From an optimization exercise on the open Yosys and OpenROAD flow, aimed at small area and a short achievable clock period; shortcuts taken in it are not production practice.
Function was checked by simulation only, so behaviour that the tests miss may differ from the original.

## flow/design.v (module list and top-level ports; edited modules follow where they fit)
// module lane_fma: 2561 lines
module lane_fma (
    input  wire        clk,
    input  wire        rst,
    input  wire        in_valid,
    input  wire [2:0]  in_op,
    input  wire [1:0]  in_mod,
    input  wire [31:0] in_a,
    input  wire [31:0] in_b,
    input  wire [31:0] in_c,
    output reg         out_valid,
    output reg  [31:0] out_res,
    output reg         out_clamp,
    output reg         out_bad
);
  // ...
==> flow/run.sh <==
#!/bin/bash
# synth_recipe.tcl (not shown) runs the flow's synth.tcl, then flattens the netlist and writes it again
# the make line also repeats each setting of config.mk as NAME=value (left out here)
make -C /OpenROAD-flow-scripts/flow DESIGN_CONFIG=/design/flow/config.mk WORK_HOME=/design/flow/orfs CLKGATE_MAP_FILE= SYNTH_SCRIPT=/design/flow/synth_recipe.tcl finish
==> flow/config.mk <==
export PLATFORM = sky130hd
export DESIGN_NAME = lane_fma
export DESIGN_NICKNAME = lane_fma
export VERILOG_FILES = /design/flow/design.v
export SDC_FILE = /design/flow/constraint.sdc
export NUM_CORES = 4
export LEC_CHECK = 0
export CAP_MARGIN = 20
export CORE_MARGIN = 2
export CORE_UTILIZATION = 40
export SETUP_SLACK_MARGIN = 5
export SLEW_MARGIN = 20
==> flow/constraint.sdc <==
create_clock -name core_clock -period 11.0 [get_ports {clk}]
set_input_delay 2.2000 -clock core_clock [delete_from_list [all_inputs] [get_ports {clk}]]
set_output_delay 2.2000 -clock core_clock [all_outputs]
set_load 0.01 [all_outputs]
==> flow_summary.yaml, run 1 <==
outcome:
  outcome: "no timing/DRC/antenna violations"
drt:
  met2RoutedLength_um: 64490
  detail_route.drc_violations: 0
  drt_first_pass_iters: 7
  detailedRoute.firstIterationViolations: 3597
  route.top_layer_used: "met5"
cells_and_area:
  diodes: 0
  syn_to_final_growth_pct: 10.74
  fin_cells: 6159
  design_area_um2: 45710
yosys:
  post_synth_most_frequent_cells: "sky130_fd_sc_hd__dfxtp_1, sky130_fd_sc_hd__inv_1, sky130_fd_sc_hd__nand2_1"
  post_synth_xor_xnor_area: 0.1064
  synth-compound-area-share: 0.1943
  ys_types: 101
  asyncSetResetFlopFracSynth: 0
  synth_top_family_by_area: "adder cells"
  syn_avg_cell_area_um2: 8.595
cts:
  clkTransAtPathRegs_ps: 60
  cts_made_buffers: 44
  cts_setup_buffers: 8
  cts_tree: "done"
  cts.path.max_buffers: 3
worst_setup_path:
  biggest_fanout_along_the_worst_timing_path: 7
  critical_path_top_delay_cell: "sky130_fd_sc_hd__or4b_2"
  cp_num_buf_inv: 3
grt:
  groute.usage.overall: 0.2635
  wire_length_of_the_first_global_routing_pass_um: 218100
  global_route.usage.met2: 0.4186
  grt_busiest_layer: "met2"
  grt.met3_usage: 0.04695
place:
  post-place-ws_ps: 3826
die:
  core-area_um2: 102000
  std_cell_rows: 117
sta:
  hold_violations: 0
  max_slew_margin: 0.2814
  worst-slew-pin-transition_ps: 1064
==> inputs of run 2 (changes only) <==
--- a/flow/config.mk
+++ b/flow/config.mk
@@ -9,4 +9,4 @@
 export CORE_MARGIN = 2
 export CORE_UTILIZATION = 40
-export SETUP_SLACK_MARGIN = 5
+export SETUP_SLACK_MARGIN = 3.5
 export SLEW_MARGIN = 20
==> flow_summary.yaml, run 2 <==
sta:
  max_slew_margin: 0.3085
  finClkSkew_ps: 19.81
  hold_violations: 0
  final_min_period_over_clock_period: 0.6182
  final-max-slew-violation-count: 0
  timing.final.setup_violations: 0
  minimum_clock_period_ps: 6800
  worst-slew-pin-transition_ps: 1036
  setup-tns-final_ps: 0
  rsz0062_at_grt: "false"
  achievable-frequency_ghz: 0.1471
yosys:
  synth_top_flop_cell: "sky130_fd_sc_hd__dfxtp_1"
  syn_avg_cell_area_um2: 8.595
  asyncSetResetFlopFracSynth: 0
  synth-edff-count: 0
  net_count_after_synthesis: 5397
  synth_seq_cells: 381
  synthDominantCellAreaShare: 0.1848
  synth_area_um2: 41270
  count_of_yosys_warnings_during_synthesis: 1
  post-synth-top-area-cell: "sky130_fd_sc_hd__dfxtp_1"
  synthMostInstantiatedCell: "sky130_fd_sc_hd__dfxtp_1"
  ys_types: 101
  postSynthCellCount: 4802
  post_synth_most_frequent_cells: "sky130_fd_sc_hd__dfxtp_1, sky130_fd_sc_hd__inv_1, sky130_fd_sc_hd__nand2_1"
  portion_of_the_post_synthesis_area_used_by_sequential_elements: 0.1848
  ys_top_cells_by_area: "sky130_fd_sc_hd__dfxtp_1, sky130_fd_sc_hd__fa_1, sky130_fd_sc_hd__xor2_1"
worst_hold_path:
  hold-path-endpoint: "r3_sp_inf"
  hold_path.class: "flop to flop"
  holdCritStartpoint: "r2_sp_inf"
  number_of_cells_on_the_worst_hold_path: 0
run:
  max_cap_viol_count: 0
die:
  die_width_um: 325.2
  start_util: 0.4045
  top_level_ports: 139
  fp.dieArea_um2: 105800
  std_cell_rows: 117
  core-area_um2: 102000
  die_y_um: 325.2
place:
  dpl.cell_count: 6061
  gpl.final_weighted_congestion: 0.9067
  io_buffers: 138
  place.detailed.hpwl_um: 106000
worst_setup_path:
  worstRegToRegCells: 18
  worst_setup_path_end_kind: "flop"
  timing.setup.critical_path_class: "flop to flop"
  cp_data_required_time_ps: 11490
  crit_path_start_kind: "flop"
  biggest_fanout_along_the_worst_timing_path: 75
  r2r_end: "r3_lz[1]"
  regToRegStartpoint: "r2_q[30]"
  timing.reg2reg.setup_slack_ps: 4200
  worst-endpoint-arrival_ps: 7290
outcome:
  outcome: "no timing/DRC/antenna violations"
cts:
  clkTransAtPathRegs_ps: 60
  cts_setup_buffers: 0
  cts_made_buffers: 43
  clockRootBuffer: "sky130_fd_sc_hd__clkbuf_16"
  tritoncts_sinks: 381
  cts_tree: "done"
  cts_hold_repair.buffers: 0
  cts.repair.resized: 0
  clkLatencyLatePin_ps: 610
  cts.path.max_buffers: 3
  cts_htree_levels: 2
drt:
  via_count: 36570
  drt-vias-per-instance: 5.954
  wl_um: 142200
  drt-wirelength-per-cell_um: 23.15
  detail_route.drc_violations: 0
  postRouteAntennaNets: 0
  drt_first_pass_iters: 6
  detailedRoute.firstIterationViolations: 3894
cells_and_area:
  syn_to_final_growth_pct: 9.716
  total_number_of_nets_in_the_final_design: 5334
  largest_register_ff_count: 127
  mostFrequentLayoutCells: "sky130_fd_sc_hd__inv_1, sky130_fd_sc_hd__dfxtp_1, sky130_fd_sc_hd__nand2_1"
  multiInputGateArea_um2: 30920
  ff_latch_area_um2: 7645
  largest_register_by_flop_count: "r2_q"
  top_regs: "r2_q (127), r3_mag (77), out_res (32)"
  number_of_fillers_in_the_final_layout: 10200
  fin_cells: 6142
  fraction_of_layout_cells_with_a_size_suffix_above_1: 0.08213
  layout_commonest_cell: "sky130_fd_sc_hd__inv_1"
grt:
  via_count_of_the_first_global_routing_pass: 35980
  maximum_number_of_pins_on_one_net_before_global_route_repair: 76
  overflow: 0
  wire_length_of_the_first_global_routing_pass_um: 217700
  antenna_found_initial: 2
  groute.usage.overall: 0.2616
## run 2: cell types whose count changed in the layout (fill, tap and decap cells not counted), sizes merged, moves of 2 or more
cell / previous run / this run
inv: 387 / 390
clkbuf: 58 / 50
dlymetal6s2s: 2 / 0
clkdlybuf4s50: 132 / 138
bufinv: 3 / 5
buf: 111 / 95
## run 2: worst max-delay path by stage
stage | startpoint | endpoint | slack, ps | depth (start not counted)
6_report | r2_q[30] | r3_lz[1] | 4200 | 18
5_1_grt | r2_q[28] | r3_lz[1] | 3870 | 18
4_1_cts | r2_q[30] | r3_lz[1] | 4380 | 18
3_5_place_dp | in_b[24] | r1_shamt[1] | 3860 | 24
3_3_place_gp | in_b[24] | r1_shamt[0] | 3890 | 24
2_1_floorplan | in_a[23] | r1_shamt[0] | 4970 | 20
## run 2: final cells by class
| cell class | count | area share |
|---|---|---|
| Multi-Input combinational cell | 3694 | 0.6829 |
| Sequential cell | 381 | 0.1688 |
| Tap cell | 1368 | 0.03780 |
| Antenna cell | 1 | 0.00005526 |
| Clock buffer | 49 | 0.02448 |
| Inverter | 385 | 0.03191 |
| Timing Repair Buffer | 234 | 0.04637 |
| Clock inverter | 30 | 0.007626 |
## run 2: cells by family after synthesis
| group | after synthesis | share of synthesized area |
|---|---|---|
| simple gates | 1267 | 0.1523 |
| compound gates | 1202 | 0.1943 |
| buf+inv | 727 | 0.06848 |
| xor+xnor | 500 | 0.1064 |
| fa+ha+maj | 493 | 0.2054 |
| flops | 381 | 0.1848 |
| mux | 232 | 0.08837 |
## run 2: worst max-delay path: stages, from the launching register on
cell                        delay [ps]
sky130_fd_sc_hd__dfxtp_1           310
sky130_fd_sc_hd__ha_1              430
sky130_fd_sc_hd__nand4_1           250
sky130_fd_sc_hd__nor2_1            670
sky130_fd_sc_hd__a211oi_1          290
sky130_fd_sc_hd__a21oi_1           300
sky130_fd_sc_hd__nor3_1             80
sky130_fd_sc_hd__buf_4             200
sky130_fd_sc_hd__o311ai_4          250
sky130_fd_sc_hd__buf_4             360
sky130_fd_sc_hd__buf_4             700
sky130_fd_sc_hd__mux2i_1           200
sky130_fd_sc_hd__xnor2_1           410
sky130_fd_sc_hd__nand4bb_1         210
sky130_fd_sc_hd__nor4bb_1          670
sky130_fd_sc_hd__nand2_1           310
sky130_fd_sc_hd__nor4_4            490
sky130_fd_sc_hd__o211ai_1          280
sky130_fd_sc_hd__o311ai_0          160
## run 2: stage by stage
step           instance area, um^2  hold slack [ps]  setup WS, ps    util
2_1_floorplan                41270            309.6          4972       -
3_3_place_gp                 43810            312.6          3890  0.4294
3_5_place_dp                 43810            312.1          3856  0.4294
4_1_cts                      45260            327.1          4379  0.4436
5_1_grt                      45280            331.3          3866  0.4438
6_report                     45280            326.0          4200  0.4438
## run 2: routing by layer
layer | vias to the layer above | track usage | part of all wire
met4 | 2 | 0.1155 | 0.046
met5 | - | 0 | 0.000091
met3 | 368 | 0.04433 | 0.079
met2 | 1697 | 0.4180 | 0.45
li1 | 16820 | - | -
met1 | 17690 | 0.3471 | 0.42
==> inputs of run 3 (changes only) <==
--- a/flow/config.mk
+++ b/flow/config.mk
@@ -6,7 +6,8 @@
 export NUM_CORES = 4
 export LEC_CHECK = 0
+export ABC_AREA = 1
 export CAP_MARGIN = 20
 export CORE_MARGIN = 2
-export CORE_UTILIZATION = 40
-export SETUP_SLACK_MARGIN = 3.5
+export CORE_UTILIZATION = 55
+export SETUP_SLACK_MARGIN = 5
 export SLEW_MARGIN = 20
==> flow_summary.yaml, run 3 <==
cts:
  cts_tree: "done"
  clkLatencyLatePin_ps: 600
  cts_hold_repair.buffers: 0
  clkTransAtPathRegs_ps: 70
  cts_made_buffers: 47
  tritoncts_sinks: 381
  cts.path.max_buffers: 3
  cts_htree_levels: 2
  clockRootBuffer: "sky130_fd_sc_hd__clkbuf_16"
cells_and_area:
  total_number_of_nets_in_the_final_design: 6777
  mostFrequentLayoutCells: "sky130_fd_sc_hd__nand2_1, sky130_fd_sc_hd__inv_1, sky130_fd_sc_hd__nor2_1"
  fraction_of_layout_cells_with_a_size_suffix_above_1: 0.05016
  fin_cells: 7251
  top_regs: "r2_q (127), r3_mag (77), out_res (32)"
  layout_commonest_cell: "sky130_fd_sc_hd__nand2_1"
  largest_register_by_flop_count: "r2_q"
  syn_to_final_growth_pct: 8.718
  largest_register_ff_count: 127
outcome:
  outcome: "no timing/DRC/antenna violations"
drt:
  detail_route.drc_violations: 0
  via_count: 42050
  postRouteAntennaNets: 0
  drt-vias-per-instance: 5.799
  drt_first_pass_iters: 8
  detailedRoute.firstIterationViolations: 4719
  drt-wirelength-per-cell_um: 20.27
  wl_um: 147000
place:
  place.detailed.hpwl_um: 112700
  dpl.cell_count: 7153
  io_buffers: 138
  gpl.final_weighted_congestion: 0.9932
die:
  die_width_um: 281.4
  fp.dieArea_um2: 79160
  start_util: 0.5561
  top_level_ports: 139
  std_cell_rows: 101
  core-area_um2: 76080
  die_y_um: 281.4
sta:
  achievable-frequency_ghz: 0.1732
  final_min_period_over_clock_period: 0.5250
  hold_violations: 0
  setup-tns-final_ps: 0
  hold_ws_ps: 315.2
  finClkSkew_ps: 39.76
  minimum_clock_period_ps: 5775
  max_slew_margin: 0.1996
  final-max-slew-violation-count: 0
  worst-slew-pin-transition_ps: 1199
  timing.final.setup_violations: 0
  rsz0062_at_grt: "false"
yosys:
  postSynthCellCount: 6227
  synth_seq_cells: 381
  synthDominantCellAreaShare: 0.1803
  post_synth_most_frequent_cells: "sky130_fd_sc_hd__nand2_1, sky130_fd_sc_hd__inv_1, sky130_fd_sc_hd__nor2_1"
  portion_of_the_post_synthesis_area_used_by_sequential_elements: 0.1803
  ys_types: 69
  count_of_yosys_warnings_during_synthesis: 1
  post-synth-top-area-cell: "sky130_fd_sc_hd__dfxtp_1"
  ys_top_cells_by_area: "sky130_fd_sc_hd__dfxtp_1, sky130_fd_sc_hd__fa_1, sky130_fd_sc_hd__nand2_1"
  net_count_after_synthesis: 6822
  synth-edff-count: 0
  synth_top_flop_cell: "sky130_fd_sc_hd__dfxtp_1"
  synthMostInstantiatedCell: "sky130_fd_sc_hd__nand2_1"
  synth_area_um2: 42310
  asyncSetResetFlopFracSynth: 0
  syn_avg_cell_area_um2: 6.794
worst_hold_path:
  hold_path.class: "flop to flop"
worst_setup_path:
  worst_setup_path_end_kind: "flop"
  worst-endpoint-arrival_ps: 6300
  timing.setup.critical_path_class: "input pin to flop"
  biggest_fanout_along_the_worst_timing_path: 23
  cp_data_required_time_ps: 11520
  crit_path_start_kind: "input pin"
grt:
  wire_length_of_the_first_global_routing_pass_um: 227700
  overflow: 0
  groute.usage.overall: 0.3680
  antenna_found_initial: 2
  maximum_number_of_pins_on_one_net_before_global_route_repair: 87
  via_count_of_the_first_global_routing_pass: 39720
run:
  max_cap_viol_count: 0
-- run 3: cell count changes in the layout (fill, tap and decap cells not counted), moves of 185 or more --
cell / before / now
sky130_fd_sc_hd__o22ai_1: 39 / 321
sky130_fd_sc_hd__nand2_1: 357 / 1525
sky130_fd_sc_hd__xnor2_1: 209 / 24
sky130_fd_sc_hd__nand3_1: 94 / 337
sky130_fd_sc_hd__inv_1: 376 / 794
sky130_fd_sc_hd__a22oi_1: 296 / 33
sky130_fd_sc_hd__o21ai_0: 166 / 431
-- run 3: final timing paths --
kind	from	to	slack [ps]	cells after the start
worst max-delay path	in_a[23]	r1_mx[11]	5230	23
worst min-delay path	r2_e76[3]	r3_e76[3]	320	0
worst max register to register	r1_shamt[1]	r2_q[102]	5260	14
worst min register to register	r2_e76[3]	r3_e76[3]	320	0
-- run 3: metrics by stage --
step	setup WS, ps	instance area [um^2]	utilization
after floorplan	5395	42310	-
after global placement	3822	44200	0.5810
after detailed placement	3728	44200	0.5810
after CTS	5004	45860	0.6028
after global routing	4951	46000	0.6046
final	5226	46000	0.6046
-- run 3: cells by family (layout without fill, tap and decap cells) --
logic type / count (synthesis) / in the layout / synth area share
flip-flops: 381 / 381 / 0.1803
AO/OA/AOI/OAI: 1112 / 1112 / 0.1511
adder cells (fa/ha/maj): 491 / 491 / 0.1999
XOR/XNOR: 477 / 477 / 0.09874
AND/OR/NAND/NOR: 2574 / 2575 / 0.2544
multiplexers: 42 / 42 / 0.009936
buffers and inverters: 1150 / 1142 / 0.1056
other: 0 / 1 / 0
-- run 3: worst max-delay path, stage by stage --
cell and delay [ps]:
sky130_fd_sc_hd__clkdlybuf4s50_1 480, sky130_fd_sc_hd__ha_1 270, sky130_fd_sc_hd__fa_2 380, sky130_fd_sc_hd__a21oi_1 170, sky130_fd_sc_hd__o21bai_1 120, sky130_fd_sc_hd__a21oi_1 170, sky130_fd_sc_hd__o21bai_1 120, sky130_fd_sc_hd__xor2_1 210
sky130_fd_sc_hd__inv_1 100, sky130_fd_sc_hd__ha_1 340, sky130_fd_sc_hd__inv_1 50, sky130_fd_sc_hd__o21bai_1 180, sky130_fd_sc_hd__a21oi_2 80, sky130_fd_sc_hd__xnor2_1 190, sky130_fd_sc_hd__o21ai_0 100, sky130_fd_sc_hd__or2_2 280
sky130_fd_sc_hd__nand2_1 80, sky130_fd_sc_hd__nand2_2 100, sky130_fd_sc_hd__nand2_4 110, sky130_fd_sc_hd__inv_2 70, sky130_fd_sc_hd__nor2_4 220, sky130_fd_sc_hd__inv_8 110, sky130_fd_sc_hd__nor2_1 140
-- run 3: repair_timing --
action | in CTS | in global routing
endpoints found under the hold margin | 0 | 0
gates resized for setup | 6 | 18
setup buffers | 0 | 9
pin swaps | 0 | 7
gates cloned | 0 | 1
setup endpoints to repair | 33 | 65
-- run 3: area by class of cell --
type / instances / area (um^2)
clock inverters: 26 / 304.0
multi-input cells: 4697 / 30320
flip-flops and latches: 381 / 7640
repair buffers: 212 / 1942
fillers: 7266 / 30080
clock buffers: 61 / 1330
inverters: 843 / 3172
diodes: 1 / 2.502
well taps: 1030 / 1289
-- run 3: per-layer routing --
| metal | up-vias | wire [um] | share of wire | global-route usage |
|---|---|---|---|---|
| li1 | 19970 | - | - | - |
| met1 | 19440 | 61530 | 0.42 | 0.4993 |
| met2 | 2226 | 63200 | 0.43 | 0.5657 |
| met3 | 411 | 15890 | 0.11 | 0.08916 |
| met4 | 0 | 6363 | 0.043 | 0.1416 |
| met5 | - | 0 | 0 | 0.002442 |

## what the ideal ports hide
No port has a modelled driver above. Below, the same layouts with a new extraction and two added sets of constraints. Step 1: set_driving_cell puts a clkbuf_16 on clk and a buf_2 on each other input, an assumption about the parent block. Step 2 times the ports against the registers' clock, not the clock port: input delays grow and output delays shrink by t, the midpoint of the rising clock arrivals with the driver on. Slacks: ideal / step 1 / step 2; pairs: ideal / step 1.
run | t (ns) | setup slack, ns | hold WS [ns] | worst data-port slew with drivers (ns) | pins driven straight from the clock port
run 1 | 0.674 | 5.233 / 5.252 / 4.617 | 0.326 / 0.326 / 0.326 | 0.06 | 1
run 2 | 0.670 | 4.200 / 4.200 / 3.795 | 0.326 / 0.326 / 0.326 | 0.06 | 1
run 3 | 0.650 | 5.225 / 5.260 / 4.620 | 0.315 / 0.315 / 0.315 | 0.06 | 1
After both steps setup and hold are still met in every run listed. For run 1, which loses most, drivers alone change the setup slack by +0.019 ns; drivers and shift together by -0.616 ns.
